This is an optimization exercise on Yosys and OpenROAD, whose aim is small area, a short achievable clock period and few clock cycles per item, not a production implementation.
The RTL was checked by simulation tests, not by an equivalence proof against the original design.

## design/flow/config.mk

```make
export PLATFORM = sky130hd
export DESIGN_NAME = fliax_group_dot
export DESIGN_NICKNAME = fliax_group_dot
export VERILOG_FILES = /design/flow/design.v
export SDC_FILE = /design/flow/constraint.sdc
export NUM_CORES = 4
export LEC_CHECK = 0
export CAP_MARGIN = 20
export CORE_MARGIN = 2
export CORE_UTILIZATION = 55
export PLACE_DENSITY = 0.65
export SLEW_MARGIN = 20
export SYNTH_HIERARCHICAL = 1
```

## design/flow/constraint.sdc

```tcl
create_clock -name core_clock -period 90.0 [get_ports {clk}]
set_input_delay 18.0000 -clock core_clock [delete_from_list [all_inputs] [get_ports {clk}]]
set_output_delay 18.0000 -clock core_clock [all_outputs]
set_load 0.01 [all_outputs]
```

## design/flow/design.v

```verilog
module fliax_gd_lzc128 (
    input  wire [127:0] x,
    output wire [6:0]   cnt
);
    wire [63:0]  v1;
    wire [63:0]  c1;
    wire [31:0]  v2;
    wire [63:0]  c2;
    wire [15:0]  v3;
    wire [47:0]  c3;
    wire [7:0]   v4;
    wire [31:0]  c4;
    wire [3:0]   v5;
    wire [19:0]  c5;
    wire [1:0]   v6;
    wire [11:0]  c6;
    genvar i;
    generate
        for (i = 0; i < 64; i = i + 1) begin : g1
            assign v1[i] = x[2*i+1] | x[2*i];
            assign c1[i] = ~x[2*i+1];
        end
        for (i = 0; i < 32; i = i + 1) begin : g2
            assign v2[i]         = v1[2*i+1] | v1[2*i];
            assign c2[2*i +: 2]  = v1[2*i+1] ? {1'b0, c1[2*i+1]} : {1'b1, c1[2*i]};
        end
        for (i = 0; i < 16; i = i + 1) begin : g3
            assign v3[i]         = v2[2*i+1] | v2[2*i];
            assign c3[3*i +: 3]  = v2[2*i+1] ? {1'b0, c2[2*(2*i+1) +: 2]} : {1'b1, c2[2*(2*i) +: 2]};
        end
        for (i = 0; i < 8; i = i + 1) begin : g4
            assign v4[i]         = v3[2*i+1] | v3[2*i];
            assign c4[4*i +: 4]  = v3[2*i+1] ? {1'b0, c3[3*(2*i+1) +: 3]} : {1'b1, c3[3*(2*i) +: 3]};
        end
        for (i = 0; i < 4; i = i + 1) begin : g5
            assign v5[i]         = v4[2*i+1] | v4[2*i];
            assign c5[5*i +: 5]  = v4[2*i+1] ? {1'b0, c4[4*(2*i+1) +: 4]} : {1'b1, c4[4*(2*i) +: 4]};
        end
        for (i = 0; i < 2; i = i + 1) begin : g6
            assign v6[i]         = v5[2*i+1] | v5[2*i];
            assign c6[6*i +: 6]  = v5[2*i+1] ? {1'b0, c5[5*(2*i+1) +: 5]} : {1'b1, c5[5*(2*i) +: 5]};
        end
    endgenerate
    assign cnt = v6[1] ? {1'b0, c6[11:6]} : {1'b1, c6[5:0]};
endmodule
module fliax_gd_fa (
    input  wire a,
    input  wire b,
    input  wire c,
    output wire s,
    output wire co
);
    assign s  = a ^ b ^ c;
    assign co = (a & b) | (a & c) | (b & c);
endmodule
module fliax_gd_ha (
    input  wire a,
    input  wire b,
    output wire s,
    output wire co
);
    assign s  = a ^ b;
    assign co = a & b;
endmodule
module fliax_gd_rca #(parameter W = 8) (
    input  wire [W-1:0] x,
    input  wire [W-1:0] y,
    output wire [W:0]   s
);
    wire [W-1:0] cy;
    genvar i;
    generate
        for (i = 0; i < W; i = i + 1) begin : g
            if (i == 0) begin : g_h
                fliax_gd_ha u (.a(x[i]), .b(y[i]), .s(s[i]), .co(cy[i]));
            end else begin : g_f
                fliax_gd_fa u (.a(x[i]), .b(y[i]), .c(cy[i-1]), .s(s[i]), .co(cy[i]));
            end
        end
    endgenerate
    assign s[W] = cy[W-1];
endmodule
module fliax_gd_csa #(parameter W = 73) (
    input  wire [W-1:0] x,
    input  wire [W-1:0] y,
    input  wire [W-1:0] z,
    output wire [W-1:0] s,
    output wire [W:1]   c
);
    genvar i;
    generate
        for (i = 0; i < W; i = i + 1) begin : g
            fliax_gd_fa u (.a(x[i]), .b(y[i]), .c(z[i]), .s(s[i]), .co(c[i+1]));
        end
    endgenerate
endmodule
module fliax_gd_add73 (
    input  wire [72:0] x,
    input  wire [72:0] y,
    input  wire        ci,
    output wire [72:0] s,
    output wire        co
);
    wire [72:0] s0;
    wire [72:0] rc;           
    genvar i;
    generate
        for (i = 0; i < 73; i = i + 1) begin : g
            if (i % 8 == 0) begin : g_h
                fliax_gd_ha u (.a(x[i]), .b(y[i]), .s(s0[i]), .co(rc[i]));
            end else begin : g_f
                fliax_gd_fa u (.a(x[i]), .b(y[i]), .c(rc[i-1]), .s(s0[i]), .co(rc[i]));
            end
        end
    endgenerate
    reg [9:0] bg, bp;
    reg [9:0] cin;
    reg [7:0] pl;
    reg [72:0] sum;
    integer blk, k, l, jj;
    always @(*) begin
        for (blk = 0; blk < 10; blk = blk + 1) begin
            bg[blk] = rc[(blk == 9) ? 72 : 8*blk+7];
            bp[blk] = (blk == 9) ? s0[72] : &s0[8*blk +: 8];
        end
        bg[0] = bg[0] | (bp[0] & ci);
        for (l = 0; l < 4; l = l + 1)
            for (blk = 9; blk >= 0; blk = blk - 1)
                if (blk & (1 << l)) begin
                    jj = ((blk >> l) << l) - 1;
                    bg[blk] = bg[blk] | (bp[blk] & bg[jj]);
                    bp[blk] = bp[blk] & bp[jj];
                end
        cin = {bg[8:0], ci};
        for (blk = 0; blk < 10; blk = blk + 1) begin
            pl[0] = 1'b1;
            for (k = 1; k < 8; k = k + 1)
                pl[k] = (8*blk+k-1 < 73) ? (pl[k-1] & s0[8*blk+k-1]) : 1'b0;
            for (k = 0; k < 8; k = k + 1)
                if (8*blk+k < 73) sum[8*blk+k] = s0[8*blk+k] ^ (cin[blk] & pl[k]);
        end
    end
    assign s  = sum;
    assign co = bg[9];
endmodule
module fliax_gd_mul8 (
    input  wire [7:0]  x,
    input  wire [7:0]  y,
    output wire [15:0] pn
);
    wire [63:0] ppn;
    genvar i, j;
    generate
        for (i = 0; i < 8; i = i + 1) begin : g_i
            for (j = 0; j < 8; j = j + 1) begin : g_j
                assign ppn[8*i+j] = ~(x[j] & y[i]);
            end
        end
    endgenerate
    wire s1, c2, s3, c4, s6, c7, s8, c9;
    wire s11, c12, s13, c14, s16, c17, s18, c19;
    wire s21, c22, s23, c24, s26, c27, s29, c30;
    wire s32, c33, s35, c36, s38, c39, s41, c42;
    wire s44, c45, s47, c48, s50, c51, s53, c54;
    wire s56, c57, s58, c59, s61, c62, s64, c65;
    wire s67, c68, s70, c71, s73, c74, s76, c77;
    wire s79, c80, s82, c83, s85, c86, s87, c88;
    wire s90, c91, s93, c94, s96, c97, s99, c100;
    wire s102, c103, s105, c106, s108, c109, s111, c112;
    wire s114, c115, s117, c118, s120, c121, s122, c123;
    wire s125, c126, s128, c129, s131, c132, s134, c135;
    wire s137, c138, s140, c141, s143, c144, s146, c147;
    wire s149, c150, s152, c153, s155, c156, s158, c159;
    assign s1 = ~(ppn[6] ^ ppn[13]);
    assign c2 = ppn[6] | ppn[13];
    fliax_gd_fa u5 (.a(ppn[7]), .b(ppn[14]), .c(ppn[21]), .s(s3), .co(c4));
    assign s6 = ~(ppn[28] ^ ppn[35]);
    assign c7 = ppn[28] | ppn[35];
    fliax_gd_fa u10 (.a(ppn[15]), .b(ppn[22]), .c(ppn[29]), .s(s8), .co(c9));
    assign s11 = ~(ppn[36] ^ ppn[43]);
    assign c12 = ppn[36] | ppn[43];
    fliax_gd_fa u15 (.a(ppn[23]), .b(ppn[30]), .c(ppn[37]), .s(s13), .co(c14));
    assign s16 = ~(ppn[4] ^ ppn[11]);
    assign c17 = ppn[4] | ppn[11];
    fliax_gd_fa u20 (.a(ppn[5]), .b(ppn[12]), .c(ppn[19]), .s(s18), .co(c19));
    assign s21 = ~(ppn[26] ^ ppn[33]);
    assign c22 = ppn[26] | ppn[33];
    fliax_gd_fa u25 (.a(s1), .b(ppn[20]), .c(ppn[27]), .s(s23), .co(c24));
    fliax_gd_fa u28 (.a(ppn[34]), .b(ppn[41]), .c(ppn[48]), .s(s26), .co(c27));
    fliax_gd_fa u31 (.a(c2), .b(s3), .c(s6), .s(s29), .co(c30));
    fliax_gd_fa u34 (.a(ppn[42]), .b(ppn[49]), .c(ppn[56]), .s(s32), .co(c33));
    fliax_gd_fa u37 (.a(c4), .b(c7), .c(s8), .s(s35), .co(c36));
    fliax_gd_fa u40 (.a(s11), .b(ppn[50]), .c(ppn[57]), .s(s38), .co(c39));
    fliax_gd_fa u43 (.a(c9), .b(c12), .c(s13), .s(s41), .co(c42));
    fliax_gd_fa u46 (.a(ppn[44]), .b(ppn[51]), .c(ppn[58]), .s(s44), .co(c45));
    fliax_gd_fa u49 (.a(c14), .b(ppn[31]), .c(ppn[38]), .s(s47), .co(c48));
    fliax_gd_fa u52 (.a(ppn[45]), .b(ppn[52]), .c(ppn[59]), .s(s50), .co(c51));
    fliax_gd_fa u55 (.a(ppn[39]), .b(ppn[46]), .c(ppn[53]), .s(s53), .co(c54));
    assign s56 = ~(ppn[3] ^ ppn[10]);
    assign c57 = ppn[3] | ppn[10];
    fliax_gd_fa u60 (.a(s16), .b(ppn[18]), .c(ppn[25]), .s(s58), .co(c59));
    fliax_gd_fa u63 (.a(c17), .b(s18), .c(s21), .s(s61), .co(c62));
    fliax_gd_fa u66 (.a(c19), .b(c22), .c(s23), .s(s64), .co(c65));
    fliax_gd_fa u69 (.a(c24), .b(c27), .c(s29), .s(s67), .co(c68));
    fliax_gd_fa u72 (.a(c30), .b(c33), .c(s35), .s(s70), .co(c71));
    fliax_gd_fa u75 (.a(c36), .b(c39), .c(s41), .s(s73), .co(c74));
    fliax_gd_fa u78 (.a(c42), .b(c45), .c(s47), .s(s76), .co(c77));
    fliax_gd_fa u81 (.a(c48), .b(c51), .c(s53), .s(s79), .co(c80));
    fliax_gd_fa u84 (.a(c54), .b(ppn[47]), .c(ppn[54]), .s(s82), .co(c83));
    assign s85 = ~(ppn[2] ^ ppn[9]);
    assign c86 = ppn[2] | ppn[9];
    fliax_gd_fa u89 (.a(s56), .b(ppn[17]), .c(ppn[24]), .s(s87), .co(c88));
    fliax_gd_fa u92 (.a(c57), .b(s58), .c(ppn[32]), .s(s90), .co(c91));
    fliax_gd_fa u95 (.a(c59), .b(s61), .c(ppn[40]), .s(s93), .co(c94));
    fliax_gd_fa u98 (.a(c62), .b(s64), .c(s26), .s(s96), .co(c97));
    fliax_gd_fa u101 (.a(c65), .b(s67), .c(s32), .s(s99), .co(c100));
    fliax_gd_fa u104 (.a(c68), .b(s70), .c(s38), .s(s102), .co(c103));
    fliax_gd_fa u107 (.a(c71), .b(s73), .c(s44), .s(s105), .co(c106));
    fliax_gd_fa u110 (.a(c74), .b(s76), .c(s50), .s(s108), .co(c109));
    fliax_gd_fa u113 (.a(c77), .b(s79), .c(ppn[60]), .s(s111), .co(c112));
    fliax_gd_fa u116 (.a(c80), .b(s82), .c(ppn[61]), .s(s114), .co(c115));
    fliax_gd_fa u119 (.a(c83), .b(ppn[55]), .c(ppn[62]), .s(s117), .co(c118));
    assign s120 = ~(ppn[1] ^ ppn[8]);
    assign c121 = ppn[1] | ppn[8];
    fliax_gd_fa u124 (.a(s85), .b(ppn[16]), .c(c121), .s(s122), .co(c123));
    fliax_gd_fa u127 (.a(c86), .b(s87), .c(c123), .s(s125), .co(c126));
    fliax_gd_fa u130 (.a(c88), .b(s90), .c(c126), .s(s128), .co(c129));
    fliax_gd_fa u133 (.a(c91), .b(s93), .c(c129), .s(s131), .co(c132));
    fliax_gd_fa u136 (.a(c94), .b(s96), .c(c132), .s(s134), .co(c135));
    fliax_gd_fa u139 (.a(c97), .b(s99), .c(c135), .s(s137), .co(c138));
    fliax_gd_fa u142 (.a(c100), .b(s102), .c(c138), .s(s140), .co(c141));
    fliax_gd_fa u145 (.a(c103), .b(s105), .c(c141), .s(s143), .co(c144));
    fliax_gd_fa u148 (.a(c106), .b(s108), .c(c144), .s(s146), .co(c147));
    fliax_gd_fa u151 (.a(c109), .b(s111), .c(c147), .s(s149), .co(c150));
    fliax_gd_fa u154 (.a(c112), .b(s114), .c(c150), .s(s152), .co(c153));
    fliax_gd_fa u157 (.a(c115), .b(s117), .c(c153), .s(s155), .co(c156));
    fliax_gd_fa u160 (.a(c118), .b(ppn[63]), .c(c156), .s(s158), .co(c159));
    assign pn = {c159, s158, s155, s152, s149, s146, s143, s140, s137, s134, s131, s128, s125, s122, s120, ppn[0]};
endmodule
module fliax_group_dot (
    input  wire         clk,
    input  wire         rst,
    input  wire         in_valid,
    output wire         in_ready,
    input  wire [127:0] a,
    input  wire [127:0] b,
    input  wire [31:0]  c,
    output reg          out_valid,
    output reg  [31:0]  out_result,
    output reg  [3:0]   out_flags
);
    localparam [31:0] CNAN = 32'h7FC0_0000;
    assign in_ready = 1'b1;
    function [9:0] rca10(input [9:0] x, input [9:0] y, input ci);
        reg cy;
        integer i;
        begin
            cy = ci;
            for (i = 0; i < 10; i = i + 1) begin
                rca10[i] = x[i] ^ y[i] ^ cy;
                cy = (x[i] & y[i]) | (x[i] & cy) | (y[i] & cy);
            end
        end
    endfunction
    function [79:0] incr(input [79:0] x, input inc);
        reg [79:0] p;
        integer l, i, jj;
        begin
            p = x;
            for (l = 0; l < 7; l = l + 1)
                for (i = 79; i >= 0; i = i - 1)
                    if (i & (1 << l)) begin
                        jj = ((i >> l) << l) - 1;
                        p[i] = p[i] & p[jj];
                    end
            incr[0] = x[0] ^ inc;
            for (i = 1; i < 80; i = i + 1)
                incr[i] = x[i] ^ (inc & p[i-1]);
        end
    endfunction
    function [3:0] msb7p1(input [6:0] x);
        begin
            casez (x)
                7'b1??????: msb7p1 = 4'd7;
                7'b01?????: msb7p1 = 4'd6;
                7'b001????: msb7p1 = 4'd5;
                7'b0001???: msb7p1 = 4'd4;
                7'b00001??: msb7p1 = 4'd3;
                7'b000001?: msb7p1 = 4'd2;
                default:    msb7p1 = 4'd1;
            endcase
        end
    endfunction
    function [2:0] tzc8(input [7:0] x);
        begin
            casez (x)
                8'b???????1: tzc8 = 3'd0;
                8'b??????10: tzc8 = 3'd1;
                8'b?????100: tzc8 = 3'd2;
                8'b????1000: tzc8 = 3'd3;
                8'b???10000: tzc8 = 3'd4;
                8'b??100000: tzc8 = 3'd5;
                8'b?1000000: tzc8 = 3'd6;
                default:     tzc8 = 3'd7;
            endcase
        end
    endfunction
    function [4:0] lzc24(input [23:0] x);
        reg [31:0] y;
        begin
            y = {x, 8'hFF};
            lzc24[4] = (y[31:16] == 16'd0);
            y = lzc24[4] ? {y[15:0], 16'd0} : y;
            lzc24[3] = (y[31:24] == 8'd0);
            y = lzc24[3] ? {y[23:0], 8'd0} : y;
            lzc24[2] = (y[31:28] == 4'd0);
            y = lzc24[2] ? {y[27:0], 4'd0} : y;
            lzc24[1] = (y[31:30] == 2'd0);
            y = lzc24[1] ? {y[29:0], 2'd0} : y;
            lzc24[0] = ~y[31];
        end
    endfunction
    function [4:0] tzc24(input [23:0] x);
        reg [31:0] y;
        begin
            y = {8'hFF, x};
            tzc24[4] = (y[15:0] == 16'd0);
            y = tzc24[4] ? {16'd0, y[31:16]} : y;
            tzc24[3] = (y[7:0] == 8'd0);
            y = tzc24[3] ? {8'd0, y[31:8]} : y;
            tzc24[2] = (y[3:0] == 4'd0);
            y = tzc24[2] ? {4'd0, y[31:4]} : y;
            tzc24[1] = (y[1:0] == 2'd0);
            y = tzc24[1] ? {2'd0, y[31:2]} : y;
            tzc24[0] = ~y[0];
        end
    endfunction
    function [71:0] align16(input [15:0] d, input f, input [6:0] sh, input cor);
        reg [87:0] v;
        integer i;
        begin
            if (cor & ~sh[0])
                v = {d, {72{f}}};
            else if (~cor & sh[0])
                v = {f, f, d, {70{f}}};
            else
                v = {f, d, {71{f}}};
            for (i = 1; i < 7; i = i + 1)
                if (sh[i]) v = (v >> (1 << i)) | ~({88{1'b1}} >> (1 << i)) & {88{f}};
            align16 = v[71:0];
        end
    endfunction
    function [71:0] align24(input [23:0] d, input f, input [6:0] sh, input cor);
        reg [95:0] v;
        integer i;
        begin
            if (cor & ~sh[0])
                v = {d, {72{f}}};
            else if (~cor & sh[0])
                v = {f, f, d, {70{f}}};
            else
                v = {f, d, {71{f}}};
            for (i = 1; i < 7; i = i + 1)
                if (sh[i]) v = (v >> (1 << i)) | ~({96{1'b1}} >> (1 << i)) & {96{f}};
            align24 = v[71:0];
        end
    endfunction
    reg         v0;
    reg [127:0] a0;
    reg [127:0] b0;
    reg [31:0]  c0;
    integer     k0;
    always @(posedge clk) begin
        v0 <= ~rst & in_valid;
        a0 <= a;
        for (k0 = 0; k0 < 8; k0 = k0 + 1)
            a0[16*k0+15] <= a[16*k0+15] ^ b[16*k0+15];
        b0 <= b;
        c0 <= c;
    end
    wire [8:0] t_nan, t_inf, t_sign, t_nz, t_neg, t_cor;
    wire [7:0] t_zinf;
    wire [9:0] t_Tu [0:8];
    wire [9:0] t_Q  [0:8];
    wire [4:0] t_tz [0:8];
    wire [15:0] t_p [0:7];
    wire [23:0] t_mc;
    genvar gi;
    generate
        for (gi = 0; gi < 8; gi = gi + 1) begin : g_prod
            wire [15:0] xa = a0[16*gi +: 16];
            wire [15:0] xb = b0[16*gi +: 16];
            wire [7:0]  ea = xa[14:7];
            wire [7:0]  eb = xb[14:7];
            wire [6:0]  fa = xa[6:0];
            wire [6:0]  fb = xb[6:0];
            wire ha = |ea;
            wire hb = |eb;
            wire a_max = &ea;
            wire b_max = &eb;
            wire a_zero = ~ha & ~|fa;
            wire b_zero = ~hb & ~|fb;
            wire a_nan = a_max & |fa;
            wire b_nan = b_max & |fb;
            wire a_inf = a_max & ~|fa;
            wire b_inf = b_max & ~|fb;
            assign t_nan[gi]  = a_nan | b_nan;
            assign t_zinf[gi] = (a_zero & b_inf) | (a_inf & b_zero);
            assign t_inf[gi]  = (a_inf | b_inf) & ~t_nan[gi] & ~t_zinf[gi];
            assign t_sign[gi] = xa[15];      
            assign t_nz[gi]   = ~a_zero & ~b_zero;
            assign t_neg[gi]  = t_sign[gi] & t_nz[gi];
            wire [7:0] ma = {ha, fa};
            wire [7:0] mb = {hb, fb};
            wire [9:0] eaf = {2'b0, ea[7:1], ea[0] | ~ha};
            wire [9:0] ebf = {2'b0, eb[7:1], eb[0] | ~hb};
            wire [2:0] lza = ha ? 3'd0 : 3'd7 - msb7p1(fa[6:0]) + 3'd1;
            wire [2:0] lzb = hb ? 3'd0 : 3'd7 - msb7p1(fb[6:0]) + 3'd1;
            wire [3:0] lzab = {1'b0, lza} + {1'b0, lzb};
            wire [15:0] pn;
            fliax_gd_mul8 u_mul (.x(ma), .y(mb), .pn(pn));
            wire [15:0] p = ~pn;
            wire [15:0] pl = p << lzab;
            assign t_p[gi]   = p;
            assign t_cor[gi] = ~pl[15];
            wire [8:0] qs;
            fliax_gd_rca #(.W(8)) u_q (.x(eaf[7:0]), .y(ebf[7:0]), .s(qs));
            assign t_Q[gi]   = {1'b0, qs};
            assign t_Tu[gi]  = t_nz[gi] ? (eaf + ebf + {6'd0, 4'd15 - lzab}) : 10'd0;
            assign t_tz[gi]  = {2'd0, tzc8(ma)} + {2'd0, tzc8(mb)};
        end
    endgenerate
    wire [7:0]  ec = c0[30:23];
    wire [22:0] fc = c0[22:0];
    wire hc = |ec;
    assign t_nan[8]  = (&ec) & |fc;
    assign t_inf[8]  = (&ec) & ~|fc;
    assign t_sign[8] = c0[31];
    assign t_nz[8]   = hc | |fc;
    assign t_neg[8]  = t_sign[8] & t_nz[8];
    assign t_cor[8]  = 1'b0;
    assign t_mc      = {hc, fc};
    wire [9:0]  ecf  = {2'b0, ec[7:1], ec[0] | ~hc};
    assign t_Q[8]  = rca10(ecf, 10'd118, 1'b0);
    assign t_Tu[8] = t_nz[8] ? (ecf + 10'd141 - {5'd0, lzc24(t_mc)}) : 10'd0;
    assign t_tz[8] = tzc24(t_mc);
    reg [9:0] emu;
    reg [8:0] cand;
    reg [8:0] tbit;
    integer k, kk;
    always @(*) begin
        cand = 9'h1FF;
        for (k = 9; k >= 0; k = k - 1) begin
            for (kk = 0; kk < 9; kk = kk + 1)
                tbit[kk] = t_Tu[kk][k];
            emu[k] = |(cand & tbit);
            if (emu[k]) cand = cand & tbit;
        end
    end
    wire corr = &(~cand | t_cor);
    wire [9:0] emax = emu - {9'd0, corr};
    wire [6:0] t_sh [0:8];
    wire [8:0] t_sticky;
    generate
        for (gi = 0; gi < 9; gi = gi + 1) begin : g_sh
            wire [9:0] d   = emu - t_Q[gi];
            wire       far = |d[9:7];
            wire [6:0] thr = 7'd72 + {2'd0, t_tz[gi]};
            wire [6:0] cg  = d[6:0] & ~thr;
            wire [6:0] cp  = d[6:0] | ~thr;
            reg        gg;
            integer    m;
            always @(*) begin
                gg = 1'b0;
                for (m = 0; m < 7; m = m + 1)
                    gg = cg[m] | (cp[m] & gg);
            end
            assign t_sh[gi]     = d[6:0] | {7{far}};
            assign t_sticky[gi] = t_nz[gi] & (far | gg | (~corr & (&cp)));
        end
    endgenerate
    wire any_nan  = |t_nan;
    wire any_zinf = |t_zinf;
    wire pos_inf  = |(t_inf & ~t_sign);
    wire neg_inf  = |(t_inf & t_sign);
    wire all_zero = ~|t_nz;
    wire all_negz = all_zero & (&t_sign);
    reg         v1;
    reg [15:0]  p1 [0:7];
    reg [23:0]  mc1;
    reg [6:0]   sh1 [0:8];
    reg [8:0]   neg1;
    reg         cor1;
    reg [9:0]   emax1;
    reg         gst1;
    reg         nan1, inv1, inf1, infs1, zero1, zs1;
    always @(posedge clk) begin
        v1 <= ~rst & v0;
        for (k = 0; k < 8; k = k + 1)
            p1[k] <= t_p[k] ^ {16{t_neg[k]}};
        mc1 <= t_mc ^ {24{t_neg[8]}};
        for (k = 0; k < 9; k = k + 1)
            sh1[k] <= t_sh[k];
        neg1  <= t_neg;
        cor1  <= corr;
        emax1 <= emax;
        gst1  <= |t_sticky;
        nan1  <= any_nan | any_zinf | (pos_inf & neg_inf);
        inv1  <= any_zinf | (~any_nan & pos_inf & neg_inf);
        inf1  <= pos_inf | neg_inf;
        infs1 <= neg_inf;
        zero1 <= all_zero;
        zs1   <= all_negz;
    end
    wire [72:0] r [0:8];
    generate
        for (gi = 0; gi < 8; gi = gi + 1) begin : g_win
            wire [71:0] w  = align16(p1[gi], neg1[gi], sh1[gi], cor1);
            assign r[gi] = {(gi == 0) ? neg1[gi] : ~neg1[gi], w};
        end
    endgenerate
    assign r[8] = {~neg1[8], align24(mc1, neg1[8], sh1[8], cor1)};
    wire [72:0] l1as, l1bs, l1cs, l2as, l2bs, l3as, l4as;
    wire [73:1] l1ac, l1bc, l1cc, l2ac, l2bc, l3ac, l4ac;
    fliax_gd_csa u_l1a (.x(r[0]), .y(r[1]), .z(r[2]), .s(l1as), .c(l1ac));
    fliax_gd_csa u_l1b (.x(r[3]), .y(r[4]), .z(r[5]), .s(l1bs), .c(l1bc));
    fliax_gd_csa u_l1c (.x(r[6]), .y(r[7]), .z(r[8]), .s(l1cs), .c(l1cc));
    fliax_gd_csa u_l2a (.x(l1as), .y({l1ac[72:1], neg1[0]}), .z(l1bs), .s(l2as), .c(l2ac));
    fliax_gd_csa u_l2b (.x({l1bc[72:1], neg1[1]}), .y(l1cs), .z({l1cc[72:1], neg1[2]}), .s(l2bs), .c(l2bc));
    fliax_gd_csa u_l3a (.x(l2as), .y({l2ac[72:1], neg1[3]}), .z(l2bs), .s(l3as), .c(l3ac));
    fliax_gd_csa u_l4a (.x(l3as), .y({l3ac[72:1], neg1[5]}), .z({l2bc[72:1], neg1[4]}), .s(l4as), .c(l4ac));
    wire [72:0] slo;
    wire        sco;
    fliax_gd_add73 u_add (.x(l4as), .y({l4ac[72:1], neg1[6]}), .ci(neg1[7]), .s(slo), .co(sco));
    wire [3:0] shi = {3'd0, ~neg1[0]} + 4'd11 + {3'd0, l1ac[73]} + {3'd0, l1bc[73]}
                   + {3'd0, l1cc[73]} + {3'd0, l2ac[73]} + {3'd0, l2bc[73]}
                   + {3'd0, l3ac[73]} + {3'd0, l4ac[73]} + {3'd0, sco};
    wire [76:0] ssum = {shi, slo};
    reg         v2;
    reg [76:0]  s2;       
    reg         nc2;
    reg [9:0]   eb2;      
    reg [10:0]  rb2;      
    reg         gst2;
    reg         nan2, inv2, inf2, infs2, zero2, zs2;
    always @(posedge clk) begin
        v2    <= ~rst & v1;
        s2    <= ssum;
        nc2   <= neg1[8];
        eb2   <= emax1 - 10'd137;
        rb2   <= 11'd214 - {1'b0, emax1};
        gst2  <= gst1;
        nan2  <= nan1;
        inv2  <= inv1;
        inf2  <= inf1;
        infs2 <= infs1;
        zero2 <= zero1;
        zs2   <= zs1;
    end
    wire        s2_neg = s2[76];
    wire        s_neg  = s2_neg & ~(nc2 & (&s2));
    wire [79:0] s_inc  = incr({4'd0, s2[75:0] ^ {76{s2_neg}}}, s2_neg ^ nc2);
    wire [75:0] s_abs  = s_inc[75:0];
    wire [6:0]  lz;
    fliax_gd_lzc128 u_lzc (.x({s_abs, 1'b1, 51'd0}), .cnt(lz));
    wire [7:0]  r_a = 8'd76 - {1'b0, lz};
    wire        r_bsel = ~rb2[10] & (rb2[7:0] > r_a);
    wire [7:0]  rr = r_bsel ? rb2[7:0] : r_a;
    reg [100:0] ysh;
    reg [24:0]  x;
    integer j;
    always @(*) begin
        ysh = {s_abs, 25'd0};
        for (j = 7; j >= 0; j = j - 1)
            if (rr[j]) ysh = ysh >> (1 << j);
        x = ysh[24:0];
    end
    wire [100:0] y  = {s_abs, 25'd0};
    wire [100:0] ymask = ~({101{1'b1}} << rr);
    wire         st_low = |(y & ymask);
    wire [9:0]  bexp  = r_bsel ? 10'd1 : (eb2 - {3'd0, lz});
    wire [7:0]  bexp8 = x[24] ? bexp[7:0] : 8'd0;
    wire        big   = x[24] && (bexp >= 10'd255);
    wire        g_bit  = x[0];
    wire        st_bit = st_low | gst2;
    wire        up     = g_bit & (st_bit | x[1]);
    wire [79:0] rinc   = incr({49'd0, bexp8, x[23:1]}, up);
    wire [30:0] rmag   = rinc[30:0];
    wire        ovf    = big | (rmag[30:23] == 8'hFF);
    wire        inex   = g_bit | st_bit | ovf;
    wire        unf    = inex & ~ovf & (rmag[30:23] == 8'h00);
    reg [31:0] res;
    reg [3:0]  flg;
    always @(*) begin
        if (nan2) begin
            res = CNAN;
            flg = {inv2, 3'b000};
        end else if (inf2) begin
            res = {infs2, 31'h7F80_0000};
            flg = 4'b0000;
        end else if (zero2) begin
            res = {zs2, 31'd0};
            flg = 4'b0000;
        end else if (ovf) begin
            res = {s_neg, 31'h7F80_0000};
            flg = 4'b0101;
        end else begin
            res = {s_neg, rmag};
            flg = {2'b00, unf, inex};
        end
    end
    always @(posedge clk) begin
        out_valid  <= ~rst & v2;
        out_result <= res;
        out_flags  <= flg;
    end
endmodule
```

## design/flow/flow/run.sh

```bash
#!/bin/bash
# The standard layout (the standard.sh, standard synthesis included), with
# one change: the port buffers that global placement inserts are buf_2 cells
# instead of the default clkdlybuf4s50_1 delay cells.  The whole output of the
# ORFS run goes to standard.log; ORFS's per-step logs stay under orfs/logs.
set -euo pipefail
bash standard.sh 'BUFFER_PORTS_ARGS=-buffer_cell sky130_fd_sc_hd__buf_2' finish > standard.log 2>&1
```

## design/flow/standard.sh

```bash
#!/bin/bash
# synth_recipe.tcl (not shown) runs the flow's synth.tcl, then flattens the netlist and writes it again
# the make line also repeats each setting of config.mk as NAME=value (left out here)
make -C /OpenROAD-flow-scripts/flow DESIGN_CONFIG=/design/flow/config.mk WORK_HOME=/design/flow/orfs CLKGATE_MAP_FILE= SYNTH_SCRIPT=/design/flow/synth_recipe.tcl "${@:-finish}"
```

==> metrics.md, run 1 <==
| Metric | Value |
|---|---|
| Final RePlAce weighted congestion | `1.13` |
| Distinct cell type count after synthesis | `139` |
| Post-CTS setup-driven buffer insertion count | `0` |
| Required time of the worst setup path | `72.00 ns` |
| Least-Margin Pin Slew | `1.32 ns` |
| Final number of hold-violating endpoints | `0` |
| Hold Buf Count CTS | `0` |
| DR iter-0 viols | `11400` |
| Async SR Flop Fraction | `0` |
| Top cells by area in the synthesized netlist | `sky130_fd_sc_hd__fa_1 24%, sky130_fd_sc_hd__dfxtp_1 15%, sky130_fd_sc_hd__nand2_1 5.2%` |
| Sequential-to-total area share from yosys stat | `0.146` |
| Final instance area | `0.0970 mm^2` |
| Stage delay of the slowest cell on the critical path | `0.32 ns` |
| Growth of design area from synthesis to finish | `6.37%` |
| Top_reg_cell synth | `sky130_fd_sc_hd__dfxtp_1` |
| Share of the synthesized area in the top cell type | `0.239` |
| Routed vias/inst | `6.52` |
| Buf+Inv Stages, Crit Path | `1` |
| Initial core utilization | `0.553` |
| Global-route wire length before repair | `542000 um` |
| Total clock sinks | `665` |
| Total vias in the final route | `86700` |
| Gate count after technology mapping | `11000` |
| Minimum clock period | `19.19 ns` |
| Post-synthesis simple-gate area fraction | `0.179` |
| Total clock buffers created by CTS | `78` |
| Post-route clock skew | `0.0722 ns` |
| RSZ-0062 raised after global routing | `no` |
| # DRC | `0` |
| Antenna violations before repair | `19` |
| Global route total overflow | `0` |
| Compound-cell area share of the yosys netlist | `0.199` |
| Number of synthesized flops with an enable pin | `0` |
| Total Die Area | `0.169 mm^2` |
| Flip-flop and latch count after synthesis | `665` |
| Slew headroom | `0.113` |
| Vias in the first global route | `82400` |
| Library cell used as clock root buffer | `sky130_fd_sc_hd__clkbuf_16` |
| Remaining antenna violation count | `0` |
| Area of the core | `0.165 mm^2` |
| Main combinational cell family by area after synthesis | `adder cells` |
| Average footprint of a synthesized cell | `8.28 um^2` |
| Port buffer count | `327` |
| Clock tree buffer depth | `3` |
| Largest net degree at the start of global routing | `76` |
| Kind of path behind the tightest hold check | `flop to flop` |
| Total number of cells along the worst setup path | `1` |
| Signal arrival time at the worst endpoint | `1.19 ns` |
| Max-cap violations | `0` |
| Reg2Reg Depth | `65` |
| Die height | `411 um` |
| CP Launch Type | `flop` |
| H-Tree Depth | `3` |
| Top cell type by total area after synthesis | `sky130_fd_sc_hd__fa_1` |
| WL per Instance | `28.2 um` |
| Max Fclk | `52.1 MHz` |
| Share of cell area taken by muxes after synthesis | `0.0777` |
| Family of cells with the greatest summed delay on the critical path | `flip-flops` |
| Area of the mapped netlist | `0.0911 mm^2` |
| Final-report max-slew violation count | `0` |
| Post-detail-place hpwl | `311000 um` |
| Critical path endpoint category | `output pin` |
| Outcome | `no timing/DRC/antenna violations` |
| Most common cell in the netlist | `sky130_fd_sc_hd__nand2_1` |
| Count of endpoints failing setup in the final report | `0` |
| Type of the worst setup path | `flop to output pin` |
| Total routing usage reported by global routing | `0.432` |
| Number of warning messages in the yosys log | `12` |
| Standard-cell rows | `149` |
| Fin crit share | `0.213` |
| Critical path's slowest cell | `sky130_fd_sc_hd__dfxtp_1` |
| Later-pin clock latency in the skew report | `0.77 ns` |
| DRT Wirelength | `375000 um` |
| Clock slew seen by the registers of the worst setup and hold paths | `0.07 ns` |
| Synth Area in Adders | `0.290` |
| Die Width | `411 um` |
| Number of I/O pins | `329` |
| Worst Hold Path Cells | `0` |
| Xor and xnor fraction of the mapped netlist area | `0.0488` |
| Placed standard-cell area | `0.0941 mm^2` |
| Maximum net fanout on the critical path | `1` |
| Final sum of negative setup slack | `0 ns` |
| Ordered cell list for the critical path | `buf_2` |
| Most numerous cell types in the synthesized netlist | `1271 x sky130_fd_sc_hd__nand2_1, 1086 x sky130_fd_sc_hd__fa_1, 1079 x sky130_fd_sc_hd__nor2_1` |
| Share of layout cells above drive strength 1 | `0.0935` |
| Post-cts sizing count | `0` |
| DRT Pass-1 Iters | `7` |
| Number of nets at the end of the flow | `12800` |
| CTS tree | `done` |
registers in the layout, summed over array words and instances, names as in the netlist, 10 cells and up:
name / flops
a0: 128
emax1: 10
s2: 77
c0: 32
p1: 128
sh1: 63
out_result: 32
mc1: 24
b0: 120
cell usage in the layout, fill, tap and decap left out, types with 242 or more instances in the layout:
master,Yosys,layout
sky130_fd_sc_hd__fa_1,1086,1086
sky130_fd_sc_hd__dfxtp_1,665,662
sky130_fd_sc_hd__inv_1,599,599
sky130_fd_sc_hd__o21ai_0,853,847
sky130_fd_sc_hd__ha_1,368,368
sky130_fd_sc_hd__xnor2_1,247,242
sky130_fd_sc_hd__mux2i_1,376,373
sky130_fd_sc_hd__nor2_1,1079,1078
sky130_fd_sc_hd__xor2_1,259,259
sky130_fd_sc_hd__a21oi_1,949,946
sky130_fd_sc_hd__nand2_1,1271,1271
sky130_fd_sc_hd__buf_2,48,327
layout make-up:
cell class | count | area (um^2)
clock inverters | 47 | 697
clock buffers | 92 | 2070
repair buffers | 474 | 2740
fillers | 14800 | 67800
diodes | 8 | 20.0
flip-flops and latches | 665 | 13300
multi-input cells | 9194 | 73000
well taps | 2189 | 2740
inverters | 624 | 2350
cells by family after synthesis:
kind of cell    after synthesis
xor+xnor                    507
simple gates               3529
buf+inv                    1289
mux                         637
compound gates             2912
flops                       665
other cells                   2
fa+ha+maj                  1463
per-module statistics from Yosys (local to each module, per instance), excerpt:
module / flops+latches / area, um^2
fliax_group_dot: 665 / 63000
fliax_gd_lzc128: 0 / 1430
fliax_gd_add73: 0 / 1410
fliax_gd_mul8: 0 / 586
fliax_gd_fa: 0 / 20.0
fliax_gd_ha: 0 / 12.5
through the flow:
stage           util  hold WS [ns]  setup WS (ns)  cells
5_1_grt        0.588         0.340          70.77  13300
4_1_cts        0.588         0.328          70.76  13300
6_report       0.588         0.328          70.81  13300
2_1_floorplan      -         0.310          71.67  11100
3_5_place_dp   0.571         0.312          71.57  13100
3_3_place_gp   0.571         0.313          71.59  13100
path summary, 6_finish.rpt:
path,start,end,slack (ns)
min,inv1,inv2,0.33
max,out_result[31],out_result[31],70.81
min reg2reg,inv1,inv2,0.33
max reg2reg,c0[29],gst1,72.10
per-layer routing:
layer / routed length, um / share of wire / track usage
met5: 142 / 0.00038 / 0.00424
met2: 159000 / 0.42 / 0.643
met4: 28000 / 0.075 / 0.261
met3: 44200 / 0.12 / 0.118
met1: 144000 / 0.38 / 0.560
Testbench counts, summed over its fixed seeds: cycles 16,032, items 16,000.
==> run 2, diff against run 1 <==
--- a/design/flow/design.v
+++ b/design/flow/design.v
@@ -497,8 +497,8 @@
     always @(posedge clk) begin
         v1 <= ~rst & v0;
         for (k = 0; k < 8; k = k + 1)
-            p1[k] <= t_p[k] ^ {16{t_neg[k]}};
-        mc1 <= t_mc ^ {24{t_neg[8]}};
+            p1[k] <= t_p[k];
+        mc1 <= t_mc;
         for (k = 0; k < 9; k = k + 1)
             sh1[k] <= t_sh[k];
         neg1  <= t_neg;
@@ -515,11 +515,11 @@
     wire [72:0] r [0:8];
     generate
         for (gi = 0; gi < 8; gi = gi + 1) begin : g_win
-            wire [71:0] w  = align16(p1[gi], neg1[gi], sh1[gi], cor1);
+            wire [71:0] w  = align16(p1[gi], 1'b0, sh1[gi], cor1) ^ {72{neg1[gi]}};
             assign r[gi] = {(gi == 0) ? neg1[gi] : ~neg1[gi], w};
         end
     endgenerate
-    assign r[8] = {~neg1[8], align24(mc1, neg1[8], sh1[8], cor1)};
+    assign r[8] = {~neg1[8], align24(mc1, 1'b0, sh1[8], cor1) ^ {72{neg1[8]}}};
     wire [72:0] l1as, l1bs, l1cs, l2as, l2bs, l3as, l4as;
     wire [73:1] l1ac, l1bc, l1cc, l2ac, l2bc, l3ac, l4ac;
     fliax_gd_csa u_l1a (.x(r[0]), .y(r[1]), .z(r[2]), .s(l1as), .c(l1ac));
==> run 2 against run 1 <==
Net effect: die area down 2.4%; flip-flop and latch count stayed put; final cell count is 4.6% lower; core utilization grew 0.19 points.
==> metrics.md, run 2 <==
| Metric | Value |
|---|---|
| Area of the core | `0.161 mm^2 (-2.6%)` |
| Post-cts sizing count | `0 (unchanged)` |
| DRT Pass-1 Iters | `6 (-1)` |
| Port buffer count | `327 (unchanged)` |
| Area of the mapped netlist | `0.0890 mm^2 (-2.4%)` |
| Critical path endpoint category | `output pin` |
| Total Die Area | `0.165 mm^2 (-2.4%)` |
| Largest net degree at the start of global routing | `85 (+12%)` |
| Final-report max-slew violation count | `0 (unchanged)` |
| Post-detail-place hpwl | `300000 um (-3.7%)` |
| DR iter-0 viols | `10700 (-5.9%)` |
| Antenna violations before repair | `23 (+4)` |
| Main combinational cell family by area after synthesis | `adder cells` |
| Die Width | `406 um (-1.2%)` |
| WL per Instance | `28.3 um (+0.41%)` |
| Outcome | `no timing/DRC/antenna violations` |
| Xor and xnor fraction of the mapped netlist area | `0.0998 (+0.0510)` |
| Global route total overflow | `0 (unchanged)` |
| Library cell used as clock root buffer | `sky130_fd_sc_hd__clkbuf_16` |
| Later-pin clock latency in the skew report | `0.75 ns (-0.02 ns)` |
| Most common cell after layout, fill and taps aside | `sky130_fd_sc_hd__nand2_1` |
| # placed instances | `12500 (-4.5%)` |
| Initial core utilization | `0.554 (+0.000991)` |
| Startpoint of the lowest-slack hold path | `zs1` |
| Final RePlAce weighted congestion | `1.13 (-0.21%)` |
| Flip-flop and latch count after synthesis | `665 (unchanged)` |
| Total routing usage reported by global routing | `0.428 (-0.00459)` |
| Hold Buf Count CTS | `0 (unchanged)` |
| Final number of hold-violating endpoints | `0 (unchanged)` |
| Total vias in the final route | `80900 (-6.6%)` |
| Number of I/O pins | `329 (unchanged)` |
| CTS tree | `done` |
| Minimum setup slack after placement | `71.57 ns (+0.00500 ns)` |
| Post-synthesis simple-gate area fraction | `0.176 (-0.00220)` |
| Average footprint of a synthesized cell | `8.57 um^2 (+3.5%)` |
| Fin crit share | `0.213 (-0.000448)` |
| Regs by FF count | `a0: 128 flops, p1: 128 flops, b0: 120 flops` |
| Total clock buffers created by CTS | `74 (-5.1%)` |
| Post-route clock skew | `0.0601 ns (-0.0121 ns)` |
| Type of the worst setup path | `flop to output pin` |
| Slew headroom | `0.186 (+0.0733)` |
| Vias in the first global route | `77600 (-5.8%)` |
| Total clock sinks | `665 (unchanged)` |
| Critical R2R Capture | `gst1` |
| Buf+Inv Stages, Crit Path | `1 (unchanged)` |
| Global-route wire length before repair | `517000 um (-4.6%)` |
| Signal arrival time at the worst endpoint | `1.15 ns (-0.04 ns)` |
| Non-filler instance count after layout | `12700 (-4.6%)` |
| Final sum of negative setup slack | `0 ns (unchanged)` |
| RSZ-0062 raised after global routing | `no` |
| Family of cells with the greatest summed delay on the critical path | `flip-flops` |
| Hold Worst Slack | `0.330 ns (+0.00199 ns)` |
| H-Tree Depth | `3 (unchanged)` |
| Least-Margin Pin Slew | `1.21 ns (-0.103 ns)` |
| Routed vias/inst | `6.38 (-2.2%)` |
| Required time of the worst setup path | `72.00 ns (about the same)` |
| Worst Hold Path Cells | `0 (unchanged)` |
| Clock slew seen by the registers of the worst setup and hold paths | `0.06 ns (about the same)` |
| Number of warning messages in the yosys log | `12 (unchanged)` |
| Gate count after technology mapping | `10400 (-5.7%)` |
| Max-cap violations | `0 (unchanged)` |
| Fillers | `14400 (-3.0%)` |
| Reg-to-reg startpoint | `a0[8]` |
| Most numerous cell types in the synthesized netlist | `1267 x sky130_fd_sc_hd__nand2_1, 1086 x sky130_fd_sc_hd__fa_1, 911 x sky130_fd_sc_hd__nor2_1` |
| Maximum net fanout on the critical path | `1 (unchanged)` |
| Compound-cell area share of the yosys netlist | `0.153 (-0.0451)` |
| Remaining antenna violation count | `0 (unchanged)` |
| Top cell type by total area after synthesis | `sky130_fd_sc_hd__fa_1` |
| Most used cells in the layout excluding fill and tap cells | `1267 x sky130_fd_sc_hd__nand2_1, 1086 x sky130_fd_sc_hd__fa_1, 908 x sky130_fd_sc_hd__nor2_1` |
| Minimum clock period | `19.15 ns (-0.0403 ns)` |
| Most common cell in the netlist | `sky130_fd_sc_hd__nand2_1` |
| Share of cell area taken by muxes after synthesis | `0.0623 (-0.0154)` |
| Share of layout cells above drive strength 1 | `0.0882 (-0.00538)` |
| Sequential-to-total area share from yosys stat | `0.150 (+0.00358)` |
| Top_reg_cell synth | `sky130_fd_sc_hd__dfxtp_1` |
| Core occupancy in the finished layout | `0.590 (+0.00190)` |
| Max Fclk | `52.2 MHz (+0.21%)` |
| Synth Area in Adders | `0.297 (+0.00701)` |
| Stage delay of the slowest cell on the critical path | `0.31 ns (about the same)` |
| Critical path's slowest cell | `sky130_fd_sc_hd__dfxtp_1` |
| Post-route worst setup slack | `70.85 ns (+0.0403 ns)` |
| Top cells by area in the synthesized netlist | `sky130_fd_sc_hd__fa_1 24%, sky130_fd_sc_hd__dfxtp_1 15%, sky130_fd_sc_hd__xnor2_1 8.3%` |
| Standard-cell rows | `147 (-1.3%)` |
| Ordered cell list for the critical path | `buf_2` |
| Number of synthesized flops with an enable pin | `0 (unchanged)` |
| Register-to-register path setup slack | `72.34 ns (+0.24 ns)` |
| Growth of design area from synthesis to finish | `6.53%` |
| Clock tree buffer depth | `3 (unchanged)` |
| # DRC | `0 (unchanged)` |
| Kind of path behind the tightest hold check | `flop to flop` |
| Count of endpoints failing setup in the final report | `0 (unchanged)` |
| Share of the synthesized area in the top cell type | `0.244 (+0.00585)` |
| Distinct cell type count after synthesis | `126 (-9.4%)` |
| CP Launch Type | `flop` |
| Reg2Reg Depth | `57 (-12%)` |
| Endpoint of the worst hold-timing path | `zs2` |
| Post-CTS setup-driven buffer insertion count | `0 (unchanged)` |
| DRT Wirelength | `359000 um (-4.2%)` |
| Die height | `406 um (-1.2%)` |
| Number of nets at the end of the flow | `12200 (-4.5%)` |
| Async SR Flop Fraction | `0 (unchanged)` |
run 2: layout make-up:
class / count / area, um^2 / area share
diodes: 2 / 5.00 / 0.0000528
clock buffers: 92 / 2080 / 0.0220
clock inverters: 45 / 577 / 0.00609
inverters: 712 / 2680 / 0.0283
multi-input cells: 8569 / 70900 / 0.748
flip-flops and latches: 665 / 13300 / 0.141
well taps: 2160 / 2700 / 0.0285
repair buffers: 442 / 2500 / 0.0264
run 2: how the worst max path moves through the flow:
stage                   startpoint        endpoint  cells past startpoint
finish              out_result[31]  out_result[31]                      1
global route        out_result[31]  out_result[31]                      1
CTS                 out_result[31]  out_result[31]                      1
detailed placement   out_result[6]   out_result[6]                      1
global placement      out_flags[3]    out_flags[3]                      1
floorplan             out_flags[0]    out_flags[0]                      0
run 2: logic make-up after synthesis:
family                     after synthesis
AOI/OAI and AO/OA                     2093
muxes                                  490
and+or+nand+nor                       3364
buffers and inverters                 1285
adders and majority gates             1462
xor gates and xnor gates              1014
DFF                                    665
other                                    2
run 2: per-module statistics from Yosys, one instance, submodules excluded, a selection:
| module | flip-flops and latches | cells inside |
|---|---|---|
| fliax_gd_mul8 | 0 | 109 |
| fliax_gd_fa | 0 | 1 |
| fliax_group_dot | 665 | 8018 |
| fliax_gd_ha | 0 | 1 |
| fliax_gd_lzc128 | 0 | 244 |
| fliax_gd_add73 | 0 | 201 |
run 2: metal layers:
layer  vias up  share of wire  wire length [um]  track usage
met1     39400           0.39            140000        0.571
met2      5003           0.42            151000        0.626
li1      35500              -                 -            -
met4         6          0.074             26600        0.260
met3       982           0.12             41800        0.104
met5         -        0.00019                69            0
run 2: per-stage QoR:
stage	cell area, um^2
2_1_floorplan	89500
3_3_place_gp	92000
3_5_place_dp	92100
4_1_cts	94700
5_1_grt	94800
6_report	94800
Testbench counts of run 2, summed over its fixed seeds: cycles 16,032, items 16,000.
==> run 3, diff against run 2 <==
--- a/design/flow/config.mk
+++ b/design/flow/config.mk
@@ -8,6 +8,7 @@
 export CAP_MARGIN = 20
 export CORE_MARGIN = 2
 export CORE_UTILIZATION = 55
+export CTS_BUF_LIST = sky130_fd_sc_hd__clkbuf_8
 export PLACE_DENSITY = 0.65
 export SLEW_MARGIN = 20
 export SYNTH_HIERARCHICAL = 1
==> run 3 against run 2 <==
Net effect: first-iteration DRC count rose by 0.50%; still clean; final cell count rose by 0.61%; sequential share of layout area barely moved; non-clock buffer count did not move; maximum frequency fell by 1.0%; register-to-register slack got worse by 0.05 ns; critical endpoint is now out_result[24]; clock-buffer cell count rose by 38.
==> metrics.md, run 3 <==
| Metric | Value |
|---|---|
| Flip-flop and latch count after synthesis | `665 (unchanged)` |
| CTS tree | `done` |
| Top_reg_cell synth | `sky130_fd_sc_hd__dfxtp_1` |
| H-Tree Depth | `3 (unchanged)` |
| Critical path endpoint category | `output pin` |
| Post-route worst setup slack | `70.65 ns (-0.200 ns)` |
| Max-cap violations | `0 (unchanged)` |
| Gate count after technology mapping | `10400 (unchanged)` |
| Port buffer count | `327 (unchanged)` |
| Global route total overflow | `0 (unchanged)` |
| Final sum of negative setup slack | `0 ns (unchanged)` |
| DR iter-0 viols | `10800 (+0.50%)` |
| Standard-cell rows | `147 (unchanged)` |
| Final RePlAce weighted congestion | `1.13 (unchanged)` |
| DRT Wirelength | `359000 um (about the same)` |
| Total clock buffers created by CTS | `112 (+51%)` |
| Clock slew seen by the registers of the worst setup and hold paths | `0.07 ns (about the same)` |
| Routed vias/inst | `6.35 (-0.43%)` |
| Post-detail-place hpwl | `300000 um (unchanged)` |
| Share of cell area taken by muxes after synthesis | `0.0623 (unchanged)` |
| Total clock sinks | `665 (unchanged)` |
| Library cell used as clock root buffer | `sky130_fd_sc_hd__clkbuf_8` |
| Buf+Inv Stages, Crit Path | `1 (unchanged)` |
| DRT Pass-1 Iters | `7 (+1)` |
| Global-route wire length before repair | `516000 um (about the same)` |
| Ordered cell list for the critical path | `buf_2` |
| Regs by FF count | `a0: 128 flops, p1: 128 flops, b0: 120 flops` |
| Minimum setup slack after placement | `71.57 ns (unchanged)` |
| Xor and xnor fraction of the mapped netlist area | `0.0998 (unchanged)` |
| Post-synthesis simple-gate area fraction | `0.176 (unchanged)` |
| Main combinational cell family by area after synthesis | `adder cells` |
| Average footprint of a synthesized cell | `8.57 um^2 (unchanged)` |
| Amount of wire on met2 after detailed routing | `150000 um (-0.49%)` |
| Minimum clock period | `19.35 ns (+0.200 ns)` |
| Clock tree buffer depth | `3 (unchanged)` |
| Kind of path behind the tightest hold check | `flop to flop` |
| Family of cells with the greatest summed delay on the critical path | `flip-flops` |
| Hold Buf Count CTS | `0 (unchanged)` |
| Total Die Area | `0.165 mm^2 (unchanged)` |
| Share of the synthesized area in the top cell type | `0.244 (unchanged)` |
| # DRC | `0 (unchanged)` |
| Antenna violations before repair | `23 (unchanged)` |
| Area of the core | `0.161 mm^2 (unchanged)` |
| Critical path's slowest cell | `sky130_fd_sc_hd__dfxtp_1` |
| Maximum net fanout on the critical path | `1 (unchanged)` |
| Outcome | `no timing/DRC/antenna violations` |
| DRT met1 WL | `141000 um (+0.88%)` |
| Growth of design area from synthesis to finish | `6.58% (about the same)` |
| Number of nets at the end of the flow | `12200 (+0.31%)` |
| Vias in the first global route | `77900 (+0.37%)` |
| Async SR Flop Fraction | `0 (unchanged)` |
| Slew headroom | `0.149 (-0.0373)` |
| Area of the mapped netlist | `0.0890 mm^2 (unchanged)` |
| Most common cell after layout, fill and taps aside | `sky130_fd_sc_hd__nand2_1` |
| Fin crit share | `0.215 (+0.00223)` |
| Number of synthesized flops with an enable pin | `0 (unchanged)` |
| Synth Area in Adders | `0.297 (unchanged)` |
| Die Width | `406 um (unchanged)` |
| Post-CTS setup-driven buffer insertion count | `0 (unchanged)` |
| Required time of the worst setup path | `72.00 ns (about the same)` |
| Distinct cell type count after synthesis | `126 (unchanged)` |
| Number of warning messages in the yosys log | `12 (unchanged)` |
| Compound-cell area share of the yosys netlist | `0.153 (unchanged)` |
| Register-to-register path setup slack | `72.29 ns (-0.05 ns)` |
| Least-Margin Pin Slew | `1.27 ns (+0.0556 ns)` |
| Fillers | `14400 (+0.27%)` |
| Top cell type by total area after synthesis | `sky130_fd_sc_hd__fa_1` |
| Multi-input gate area | `0.0709 mm^2 (unchanged)` |
| Later-pin clock latency in the skew report | `0.98 ns (+0.23 ns)` |
| Largest net degree at the start of global routing | `85 (unchanged)` |
| Type of the worst setup path | `flop to output pin` |
| Final-report max-slew violation count | `0 (unchanged)` |
| Remaining antenna violation count | `0 (unchanged)` |
| Hold Worst Slack | `0.336 ns (+0.00573 ns)` |
| Most common cell in the netlist | `sky130_fd_sc_hd__nand2_1` |
| Sequential-to-total area share from yosys stat | `0.150 (unchanged)` |
| Die height | `406 um (unchanged)` |
| Stage delay of the slowest cell on the critical path | `0.31 ns (about the same)` |
| Post-route clock skew | `0.118 ns (+0.0576 ns)` |
| Total routing usage reported by global routing | `0.428 (about the same)` |
| RSZ-0062 raised after global routing | `no` |
| Most used cells in the layout excluding fill and tap cells | `1267 x sky130_fd_sc_hd__nand2_1, 1086 x sky130_fd_sc_hd__fa_1, 908 x sky130_fd_sc_hd__nor2_1` |
| Total vias in the final route | `81100 (+0.17%)` |
| Initial core utilization | `0.554 (unchanged)` |
| Routed met3 length | `41200 um (-1.5%)` |
| Max Fclk | `51.7 MHz (-1.0%)` |
| Count of endpoints failing setup in the final report | `0 (unchanged)` |
| Final number of hold-violating endpoints | `0 (unchanged)` |
| Number of I/O pins | `329 (unchanged)` |
| Highest Signal Layer | `met5` |
| Post-cts sizing count | `0 (unchanged)` |
| Area used by sequential logic in the layout | `0.0133 mm^2 (unchanged)` |
| WL per Instance | `28.2 um (-0.56%)` |
| Top cells by area in the synthesized netlist | `sky130_fd_sc_hd__fa_1 24%, sky130_fd_sc_hd__dfxtp_1 15%, sky130_fd_sc_hd__xnor2_1 8.3%` |
| Signal arrival time at the worst endpoint | `1.35 ns (+0.20 ns)` |
| Most numerous cell types in the synthesized netlist | `1267 x sky130_fd_sc_hd__nand2_1, 1086 x sky130_fd_sc_hd__fa_1, 911 x sky130_fd_sc_hd__nor2_1` |
| CP Launch Type | `flop` |
| Share of layout cells above drive strength 1 | `0.0935 (+0.00534)` |
## run 3: changes by cell type in the layout (fill, tap and decap cells not counted), sizes merged
| cell | before | now |
|---|---|---|
| diode | 2 | 6 |
| clkinvlp | 2 | 10 |
| clkbuf | 92 | 130 |
| inv | 707 | 720 |
| clkinv | 40 | 47 |
| bufinv | 8 | 15 |
## run 3: layout make-up
class	count	share of cell area
Clock buffer	130	0.0189
Inverter	712	0.0283
Timing Repair Buffer	442	0.0263
Clock inverter	80	0.00965
Tap cell	2160	0.0285
Antenna cell	6	0.000158
Multi-Input combinational cell	8569	0.748
Sequential cell	665	0.141
## run 3: cell families after synthesis
logic type               after synthesis
AO/OA/AOI/OAI                       2093
XOR/XNOR                            1014
adder cells (fa/ha/maj)             1462
buffers and inverters               1285
flip-flops                           665
multiplexers                         490
other                                  2
AND/OR/NAND/NOR                     3364
## run 3: final timing paths
path                       start              to  depth (start not counted)
setup / recovery  out_result[24]  out_result[24]                          1
hold / removal             infs1           infs2                          0
setup reg to reg          a0[10]            gst1                         57
hold reg to reg            infs1           infs2                          0
## run 3: metrics by stage
stage	utilization	instance area (um^2)	instances
global placement	0.573	92000	12500
floorplan	-	89500	10500
CTS	0.590	94800	12800
global route	0.590	94800	12800
finish	0.591	94800	12800
detailed placement	0.573	92100	12500
## run 3: per-layer routing
layer  up-vias  GRT usage
met2      4913      0.624
met3      1033      0.103
met5         -          0
li1      35600          -
met4         6      0.266
met1     39600      0.571
## run 3: per-module statistics from Yosys (local to each module, per instance), excerpt
module | copies in the design | flops+latches
fliax_group_dot | 1 | 665
fliax_gd_mul8 | 8 | 0
fliax_gd_fa | 1014 | 0
fliax_gd_add73 | 1 | 0
fliax_gd_lzc128 | 1 | 0
fliax_gd_ha | 18 | 0
==> run 4, diff against run 3 <==
--- a/design/flow/design.v
+++ b/design/flow/design.v
@@ -383,7 +383,7 @@
     wire [9:0] t_Tu [0:8];
     wire [9:0] t_Q  [0:8];
     wire [4:0] t_tz [0:8];
-    wire [15:0] t_p [0:7];
+    wire [15:0] t_p [0:7];      
     wire [23:0] t_mc;
     genvar gi;
     generate
@@ -419,10 +419,9 @@
             wire [3:0] lzab = {1'b0, lza} + {1'b0, lzb};
             wire [15:0] pn;
             fliax_gd_mul8 u_mul (.x(ma), .y(mb), .pn(pn));
-            wire [15:0] p = ~pn;
-            wire [15:0] pl = p << lzab;
-            assign t_p[gi]   = p;
-            assign t_cor[gi] = ~pl[15];
+            wire [15:0] pnl = pn << lzab;
+            assign t_p[gi]   = pn;           
+            assign t_cor[gi] = pnl[15];
             wire [8:0] qs;
             fliax_gd_rca #(.W(8)) u_q (.x(eaf[7:0]), .y(ebf[7:0]), .s(qs));
             assign t_Q[gi]   = {1'b0, qs};
@@ -486,7 +485,7 @@
     wire all_zero = ~|t_nz;
     wire all_negz = all_zero & (&t_sign);
     reg         v1;
-    reg [15:0]  p1 [0:7];
+    reg [15:0]  p1 [0:7];       
     reg [23:0]  mc1;
     reg [6:0]   sh1 [0:8];
     reg [8:0]   neg1;
@@ -515,7 +514,7 @@
     wire [72:0] r [0:8];
     generate
         for (gi = 0; gi < 8; gi = gi + 1) begin : g_win
-            wire [71:0] w  = align16(p1[gi], 1'b0, sh1[gi], cor1) ^ {72{neg1[gi]}};
+            wire [71:0] w  = align16(p1[gi], 1'b1, sh1[gi], cor1) ^ {72{~neg1[gi]}};
             assign r[gi] = {(gi == 0) ? neg1[gi] : ~neg1[gi], w};
         end
     endgenerate
--- a/design/flow/config.mk
+++ b/design/flow/config.mk
@@ -8,7 +8,6 @@
 export CAP_MARGIN = 20
 export CORE_MARGIN = 2
 export CORE_UTILIZATION = 55
-export CTS_BUF_LIST = sky130_fd_sc_hd__clkbuf_8
 export PLACE_DENSITY = 0.65
 export SLEW_MARGIN = 20
 export SYNTH_HIERARCHICAL = 1
==> run 4 against run 3 <==
Net effect: highest routed layer unchanged; critical path type unchanged; still clean; die area hardly changed; synthesized cell count is 0.50% lower; critical endpoint is now out_result[2]; first-iteration DRC count shrank 2.0%; worst setup slack better by 0.081 ns.
==> metrics.md, run 4 <==
| Metric | Value |
|---|---|
| Kind of path behind the tightest hold check | `flop to flop` |
| WL per Instance | `29.4 um (+4.6%)` |
| CTS tree | `done` |
| Main combinational cell family by area after synthesis | `adder cells` |
| Total clock sinks | `665 (unchanged)` |
| Sequential-to-total area share from yosys stat | `0.150 (about the same)` |
| Final number of hold-violating endpoints | `0 (unchanged)` |
| Flip-flop and latch count after synthesis | `665 (unchanged)` |
| RSZ-0062 raised after global routing | `no` |
| Post-detail-place hpwl | `310000 um (+3.3%)` |
| Family of cells with the greatest summed delay on the critical path | `flip-flops` |
| Most common cell after layout, fill and taps aside | `sky130_fd_sc_hd__nand2_1` |
| Die Width | `406 um (about the same)` |
| Hold Worst Slack | `0.327 ns (-0.00809 ns)` |
| Signal arrival time at the worst endpoint | `1.27 ns (-0.08 ns)` |
| # DRC | `0 (unchanged)` |
| Async SR Flop Fraction | `0 (unchanged)` |
| Total clock buffers created by CTS | `75 (-33%)` |
| Number of warning messages in the yosys log | `12 (unchanged)` |
| Global-route wire length before repair | `532000 um (+3.0%)` |
| Gate count after technology mapping | `10300 (-0.50%)` |
| Antenna violations before repair | `33 (+43%)` |
| Synth Area in Adders | `0.297 (+0.000393)` |
| Top cells by area in the synthesized netlist | `sky130_fd_sc_hd__fa_1 24%, sky130_fd_sc_hd__dfxtp_1 15%, sky130_fd_sc_hd__xnor2_1 8.6%` |
| Area of the core | `0.161 mm^2 (unchanged)` |
| Compound-cell area share of the yosys netlist | `0.158 (+0.00452)` |
| Post-cts sizing count | `0 (unchanged)` |
| Post-CTS setup-driven buffer insertion count | `0 (unchanged)` |
| Library cell used as clock root buffer | `sky130_fd_sc_hd__clkbuf_16` |
| DR iter-0 viols | `10600 (-2.0%)` |
| Most common cell in the netlist | `sky130_fd_sc_hd__nand2_1` |
| DRT Pass-1 Iters | `7 (unchanged)` |
| Fin crit share | `0.214 (-0.000897)` |
| Port buffer count | `327 (unchanged)` |
| Clock slew seen by the registers of the worst setup and hold paths | `0.09 ns (+0.02 ns)` |
| Final sum of negative setup slack | `0 ns (unchanged)` |
| Critical path endpoint category | `output pin` |
| Outcome | `no timing/DRC/antenna violations` |
| Register-to-register path setup slack | `71.54 ns (-0.75 ns)` |
| Number of synthesized flops with an enable pin | `0 (unchanged)` |
| Global route total overflow | `0 (unchanged)` |
| Share of the synthesized area in the top cell type | `0.245 (about the same)` |
| DRT Wirelength | `372000 um (+3.5%)` |
| H-Tree Depth | `3 (unchanged)` |
| Critical path's slowest cell | `sky130_fd_sc_hd__dfxtp_1` |
| Top cell type by total area after synthesis | `sky130_fd_sc_hd__fa_1` |
| Startpoint of the lowest-slack hold path | `inv1` |
| Total vias in the final route | `81700 (+0.70%)` |
| Minimum clock period | `19.27 ns (-0.0807 ns)` |
| Non-filler instance count after layout | `12600 (-1.0%)` |
| Average footprint of a synthesized cell | `8.61 um^2 (+0.41%)` |
| Initial core utilization | `0.554 (about the same)` |
| Hold Buf Count CTS | `0 (unchanged)` |
| Endpoint of the worst hold-timing path | `inv2` |
| Number of I/O pins | `329 (unchanged)` |
| Xor and xnor fraction of the mapped netlist area | `0.0979 (-0.00192)` |
| Post-synthesis simple-gate area fraction | `0.181 (+0.00495)` |
| Max-cap violations | `0 (unchanged)` |
| Number of nets at the end of the flow | `12100 (-0.81%)` |
| Type of the worst setup path | `flop to output pin` |
| Critical R2R Capture | `gst1` |
| Distinct cell type count after synthesis | `135 (+7.1%)` |
| Largest net degree at the start of global routing | `81 (-4.7%)` |
| Reg-to-reg startpoint | `a0[12]` |
| Final RePlAce weighted congestion | `1.14 (+1.1%)` |
| Count of endpoints failing setup in the final report | `0 (unchanged)` |
| Regs by FF count | `a0: 128 flops, p1: 128 flops, b0: 120 flops` |
| Top_reg_cell synth | `sky130_fd_sc_hd__dfxtp_1` |
## run 4: worst register-to-register path, delay by kind of cell, from the launching register on
| kind | cells | cell delay [ns] |
|---|---|---|
| buffers and inverters | 11 | 2.84 |
| DFF | 1 | 0.35 |
| and+or+nand+nor | 18 | 5.35 |
| AOI/OAI and AO/OA | 24 | 7.16 |
| adders and majority gates | 7 | 2.64 |
## run 4: stage by stage
stage | setup WS [ns] | instance area [um^2]
floorplan | 71.67 | 89400
global placement | 71.59 | 91900
detailed placement | 71.56 | 91900
CTS | 70.75 | 94500
global route | 70.71 | 94500
finish | 70.73 | 94500
## run 4: modules after synthesis, one instance, submodules excluded, a selection
module | cell area, um^2 | cells | times used | flops+latches
fliax_gd_fa | 20.0 | 1 | 1014 | 0
fliax_gd_mul8 | 586 | 109 | 8 | 0
fliax_gd_lzc128 | 1430 | 244 | 1 | 0
fliax_gd_ha | 12.5 | 1 | 18 | 0
fliax_group_dot | 60800 | 7967 | 1 | 665
fliax_gd_add73 | 1410 | 200 | 1 | 0
## run 4: cell type report
type                            instances  area, um^2  share of cell area
Antenna cell                           13        32.5            0.000344
Multi-Input combinational cell       8674       71300               0.754
Clock buffer                           91        2090              0.0221
Timing Repair Buffer                  445        2520              0.0267
Sequential cell                       665       13300               0.141
Clock inverter                         45         539             0.00570
Tap cell                             2160        2700              0.0286
Inverter                              542        2040              0.0216
## run 4: per-layer routing
layer / vias to the layer above / routed length [um] / track usage / share of wire
met5: - / 147 / 0 / 0.00040
met4: 22 / 31600 / 0.308 / 0.085
met3: 1244 / 44700 / 0.136 / 0.12
met2: 5140 / 156000 / 0.655 / 0.42
met1: 39700 / 139000 / 0.558 / 0.37
li1: 35500 / - / - / -
## run 4: worst max-delay path by stage
stage | from | end | slack [ns] | cells past startpoint
global placement | out_result[3] | out_result[3] | 71.59 | 1
floorplan | out_flags[0] | out_flags[0] | 71.67 | 0
finish | out_result[2] | out_result[2] | 70.73 | 1
CTS | out_result[2] | out_result[2] | 70.75 | 1
global route | out_result[2] | out_result[2] | 70.71 | 1
detailed placement | out_result[31] | out_result[31] | 71.56 | 1
## run 4: cell families (layout without fill, tap and decap cells)
kind of cell / Yosys count / count (layout)
simple gates: 3462 / 3462
compound gates: 2140 / 2140
fa+ha+maj: 1463 / 1463
buf+inv: 1128 / 1123
xor+xnor: 991 / 991
flops: 665 / 665
mux: 472 / 472
other cells: 2 / 159
Testbench counts of run 4, summed over its fixed seeds: cycles 16,032, items 16,000.

==> static timing again, ports no longer ideal <==
How much do the figures lean on ideal ports? The routed layouts below were timed once more, with nothing changed but the port constraints.
Step 1: set_driving_cell puts a clkbuf_16 on clk and a buf_2 on each other input, an assumption about the parent block.
Step 2 adds t to the input delays and takes it off the output delays; t is the mean of the earliest and latest rising clock arrival at the registers after step 1. Input paths then give back, and output paths get back, about the clock's delay inside the block.
a / b / c = no drivers / after step 1 / after step 2; a / b = the first two.
run | t (ns) | setup slack, ns | hold slack, ns | worst setup path at the end | slew at the worst register clock pin (ns)
run 1 | 0.822 | 70.808 / 70.717 / 71.539 | 0.328 / 0.328 / 0.328 | register to output | 0.07 / 0.07
run 2 | 0.808 | 70.848 / 70.759 / 71.567 | 0.330 / 0.330 / 0.330 | register to output | 0.08 / 0.08
run 3 | 1.008 | 70.648 / 70.559 / 71.567 | 0.336 / 0.336 / 0.336 | register to output | 0.08 / 0.08
run 4 | 0.856 | 70.728 / 70.635 / 71.491 | 0.327 / 0.327 / 0.327 | register to output | 0.09 / 0.09
After both steps setup and hold are still met in every run listed.
